What follows belongs to an exercise in optimizing a design on an open flow for small area, a short achievable clock period and few clock cycles per item; a production flow would make more cautious choices. In this exercise RTL edits were held to simulation tests only and were not proved equivalent to the original.

v6:
Design aes_engine, start of the top module:
module aes_engine (
  input  wire         clk,
  input  wire         rst,           
  input  wire         key_valid,
  output wire         key_ready,
  input  wire [255:0] key,           
  input  wire [1:0]   key_len,       
  input  wire         in_valid,
  output wire         in_ready,
  input  wire [127:0] in_data,
  input  wire         in_decrypt,    
  output wire         out_valid,
  input  wire         out_ready,
  output wire [127:0] out_data
);
Size in the first run: ~11000 cells after synthesis, ~520 I/O pins.
clock: 11.0 ns
lec_check: 0
cap_margin: 40
core_margin: 2
core_utilization: 50
setup_slack_margin: 5
slew_margin: 40
standard.sh (not shown) runs the stock make flow with config.mk's settings and CLKGATE_MAP_FILE= SYNTH_SCRIPT=/design/flow/synth_recipe.tcl, a recipe that flattens the netlist after the stock synthesis.
==> flow/flow/run.sh <==
#!/bin/bash
# Own layout flow. It is the standard layout (standard.sh) with one change
# in synthesis: ABC maps the logic with an area-oriented script (flow/own.abc)
# instead of ORFS's speed script. The synthesis is otherwise the standard flow's own
# (synth_recipe.tcl, ORFS's synth.tcl), so registers come out with the same
# names and cell types; run.sh checks that against the standard synthesis and
# stops if they differ. Each tool's output goes to a log file of its own.
set -euo pipefail
W=$(pwd)
R=orfs/results/${FLOW_PLATFORM}/aes_engine/base
OWN=$W/own

# the standard synthesis, for reference
bash standard.sh synth > synth_std.log 2>&1

# the same synthesis with the area-oriented ABC script
OWN_WORK=$W OWN_ABC_SCRIPT=$W/flow/own.abc \
  make -C "$FLOW_HOME" DESIGN_CONFIG="$W/config.mk" WORK_HOME="$OWN" CLKGATE_MAP_FILE= \
  SYNTH_SCRIPT="$W/flow/own_synth.tcl" "$OWN/results/${FLOW_PLATFORM}/aes_engine/base/1_2_yosys.v" \
  > synth_own.log 2>&1

python3 flow/regs.py "$R/1_2_yosys.v" > regs_std.txt
python3 flow/regs.py "$OWN/results/${FLOW_PLATFORM}/aes_engine/base/1_2_yosys.v" > regs_own.txt
cmp regs_std.txt regs_own.txt > regs_cmp.log 2>&1

cp "$R/1_2_yosys.v" std_synth.v
cp "$OWN/results/${FLOW_PLATFORM}/aes_engine/base/1_2_yosys.v" "$R/1_2_yosys.v"
rm -f "$R/1_synth.odb"

bash standard.sh > layout.log 2>&1
==> flow/flow/own.abc <==
strash
&get -n
&deepsyn -T 300
&put
dch -f
map -a
topo
dnsize
==> flow/flow/own_synth.tcl <==
# The standard flow's synthesis (synth_recipe.tcl in the work folder, which runs ORFS's
# synth.tcl) with one change: the ABC script that maps the logic is
# $OWN_ABC_SCRIPT instead of ORFS's, and it leaves out the _0 cells (no
# smaller than their _1 versions, but weaker drivers). Registers are inferred
# and named exactly as in the standard synthesis.
proc abc {args} {
  set i [lsearch -exact $args -script]
  if {$i >= 0} {
    lset args [expr {$i + 1}] $::env(OWN_ABC_SCRIPT)
    lappend args -dont_use sky130_fd_sc_hd__*_0
  }
  yosys abc {*}$args
}
source $::env(OWN_WORK)/synth_recipe.tcl
==> flow/flow/regs.py <==
# Lists a netlist's registers (flip-flop and latch cells) as "type name", sorted.
import re, sys
txt = open(sys.argv[1]).read()
out = []
for m in re.finditer(r'^\s*(sky130_fd_sc_hd__\w+)\s+(\S+)\s*\(', txt, re.M):
    t, n = m.group(1), m.group(2)
    if re.match(r'sky130_fd_sc_hd__(e?s?df|dl(x|r|clkp)|sdl)', t):
        out.append(f"{t} {n}")
print("\n".join(sorted(out)))
Testbench counts of v6, summed over its fixed seeds: cycles 19,433, blocks 1,536.
The following lists how v7 was set up differently from v6:
Settings: changing SLEW_MARGIN from 40 to 20; changing CAP_MARGIN from 40 to 20.
==> flow/run.sh (new file) <==
#!/bin/bash
# synth_recipe.tcl (not shown) runs the flow's synth.tcl, then flattens the netlist and writes it again
# the make line also repeats each setting of config.mk as NAME=value (left out here)
make -C /OpenROAD-flow-scripts/flow DESIGN_CONFIG=/design/flow/config.mk WORK_HOME=/design/flow/orfs CLKGATE_MAP_FILE= SYNTH_SCRIPT=/design/flow/synth_recipe.tcl finish
removed: flow/flow/run.sh
removed: flow/flow/own.abc
removed: flow/flow/own_synth.tcl
removed: flow/flow/regs.py
removed: flow/standard.sh
==> comparison <==
- v7 closes out successfully: all stages finished, all timing, DRC and antenna checks passed.
- Going from v6 to v7, wire length on met3 now smaller; final wirelength went up; critical path depth shows no meaningful change.
- The pin count of the biggest net entering global routing reported for v7 is greater than that of v6 by 72.
- Diff v7 and v6: non-clock buffer count higher in v7


== amber ==
aes_engine, a different RTL version from the one above (not shown whole).
Size: roughly 13000 cells after synthesis, roughly 88000 um2 of cells after synthesis.
==> flow/config.mk <==
export PLATFORM = sky130hd
export DESIGN_NAME = aes_engine
export DESIGN_NICKNAME = aes_engine
export VERILOG_FILES = /design/flow/design.v
export SDC_FILE = /design/flow/constraint.sdc
export NUM_CORES = 8
export LEC_CHECK = 0
export CAP_MARGIN = 20
export CORE_MARGIN = 2
export CORE_UTILIZATION = 50
export SETUP_SLACK_MARGIN = 5
export SLEW_MARGIN = 20
==> flow/constraint.sdc <==
create_clock -name core_clock -period 11.0 [get_ports {clk}]
set_input_delay 2.2000 -clock core_clock [delete_from_list [all_inputs] [get_ports {clk}]]
set_output_delay 2.2000 -clock core_clock [all_outputs]
set_load 0.01 [all_outputs]
==> flow/flow/run.sh <==
#!/bin/bash
# Own layout flow. It is the standard layout (standard.sh) with one change
# in synthesis: ABC maps the logic with an area-oriented script (flow/own.abc)
# instead of ORFS's speed script. The synthesis is otherwise the standard flow's own
# (synth_recipe.tcl, ORFS's synth.tcl), so registers come out with the same
# names and cell types; run.sh checks that against the standard synthesis
# and stops if they differ. Each tool's output goes to a log file of its own.
set -euo pipefail
W=$(pwd)
R=orfs/results/${FLOW_PLATFORM}/aes_engine/base
OWN=$W/own

# the standard synthesis, for reference
bash standard.sh synth > synth_std.log 2>&1

# the same synthesis with the area-oriented ABC script
OWN_WORK=$W OWN_ABC_SCRIPT=$W/flow/own.abc \
  make -C "$FLOW_HOME" DESIGN_CONFIG="$W/config.mk" WORK_HOME="$OWN" CLKGATE_MAP_FILE= \
  SYNTH_SCRIPT="$W/flow/own_synth.tcl" "$OWN/results/${FLOW_PLATFORM}/aes_engine/base/1_2_yosys.v" \
  > synth_own.log 2>&1

python3 flow/regs.py "$R/1_2_yosys.v" > regs_std.txt
python3 flow/regs.py "$OWN/results/${FLOW_PLATFORM}/aes_engine/base/1_2_yosys.v" > regs_own.txt
cmp regs_std.txt regs_own.txt > regs_cmp.log 2>&1

cp "$R/1_2_yosys.v" std_synth.v
cp "$OWN/results/${FLOW_PLATFORM}/aes_engine/base/1_2_yosys.v" "$R/1_2_yosys.v"
rm -f "$R/1_synth.odb"

bash standard.sh > layout.log 2>&1
==> flow/flow/own.abc <==
strash; dch -f; amap; topo; dnsize
==> flow/flow/own_synth.tcl <==
# The standard flow's synthesis (synth_recipe.tcl in the work folder, which runs ORFS's
# synth.tcl) with one change: the ABC script that maps the logic is
# $OWN_ABC_SCRIPT instead of ORFS's. Registers are inferred and named exactly
# as in the standard synthesis.
proc abc {args} {
  set i [lsearch -exact $args -script]
  if {$i >= 0} {
    lset args [expr {$i + 1}] $::env(OWN_ABC_SCRIPT)
  }
  yosys abc {*}$args
}
source $::env(OWN_WORK)/synth_recipe.tcl
==> flow/flow/regs.py <==
# Lists a netlist's registers (flip-flop and latch cells) as "type name", sorted.
import re, sys
txt = open(sys.argv[1]).read()
out = []
for m in re.finditer(r'^\s*(sky130_fd_sc_hd__\w+)\s+(\S+)\s*\(', txt, re.M):
    t, n = m.group(1), m.group(2)
    if re.match(r'sky130_fd_sc_hd__(e?s?df|dl(x|r|clkp)|sdl)', t):
        out.append(f"{t} {n}")
print("\n".join(sorted(out)))
amber finished all stages; the layout is clean.
Testbench counts of amber, summed over its fixed seeds: cycles 19,497, blocks 1,536.
## Diff of input files: cedar against amber
diff --git a/flow/flow/run.sh b/flow/flow/run.sh
--- a/flow/flow/run.sh
+++ b/flow/flow/run.sh
@@ -2,6 +2,10 @@
-# Own layout flow. It is the standard layout (standard.sh) with one change
-# in synthesis: ABC maps the logic with an area-oriented script (flow/own.abc)
-# instead of ORFS's speed script. The synthesis is otherwise the standard flow's own
-# (synth_recipe.tcl, ORFS's synth.tcl), so registers come out with the same
-# names and cell types; run.sh checks that against the standard synthesis
-# and stops if they differ. Each tool's output goes to a log file of its own.
+# Own layout flow. It is the standard layout (standard.sh) with two
+# changes:
+# - synthesis: ABC maps the logic with an area-oriented script (flow/own.abc)
+#   instead of ORFS's speed script. The synthesis is otherwise the standard flow's own
+#   (synth_recipe.tcl, ORFS's synth.tcl), so registers come out with the same
+#   names and cell types; run.sh checks that against the standard synthesis
+#   and stops if they differ;
+# - placement: every input and output port still gets a buffer, but the
+#   smallest one (buf_1) rather than the one buffer_ports picks by default.
+# Each tool's output goes to a log file of its own.
@@ -30 +34 @@
-bash standard.sh > layout.log 2>&1
+BUFFER_PORTS_ARGS="-buffer_cell sky130_fd_sc_hd__buf_1" bash standard.sh > layout.log 2>&1
==> flow/flow/own.abc <==
strash
&get -n
&deepsyn -T 300
&put
dch -f
map -a
topo
dnsize
[summary]
Cell area: amber and cedar compared, higher one is amber
cedar vs. amber: area growth from synthesis to layout went down by 14 points.
cedar against amber: routed wire length went down by 5.8%, residual overflow from global routing neither gained nor lost much.
As far as hold path depth goes, cedar and amber are indistinguishable; the numbers are identical.
Side by side, netlist area before placement turned out higher in cedar than in amber.
Changes observed in cedar relative to amber: die area now larger; number of CTS-inserted buffers now smaller; register-to-register slack now larger.

[port drivers added, routing unchanged]
How much do the figures lean on ideal ports? The routed layouts below were timed once more, with nothing changed but the port constraints. Step 1 (the two cells are an assumption about what drives the block):
set clk [get_ports {clk}]
set_driving_cell -lib_cell sky130_fd_sc_hd__clkbuf_16 $clk
set_driving_cell -lib_cell sky130_fd_sc_hd__buf_2 [delete_from_list [all_inputs] $clk]
Step 2 also shifts input and output timing later by t, the mid clock arrival at the registers, as if the neighbouring blocks saw the same clock. a / b / c = no drivers / after step 1 / after step 2; a / b = the first two.
run | t, ns | slack for setup (ns) | latest minus earliest clock arrival (ns)
v6 | 0.910 | 4.863 / 4.771 / 4.068 | 0.062 / 0.062
v7 | 0.926 | 4.895 / 4.797 / 4.313 | 0.050 / 0.051
amber | 0.940 | 4.292 / 4.292 / 4.292 | 0.098 / 0.098
cedar | 0.928 | 4.723 / 4.723 / 4.037 | 0.076 / 0.075
After both steps every run listed still meets setup and hold. The setup slack of v6, which loses most, moves by -0.092 ns with the drivers and by -0.795 ns with both steps.
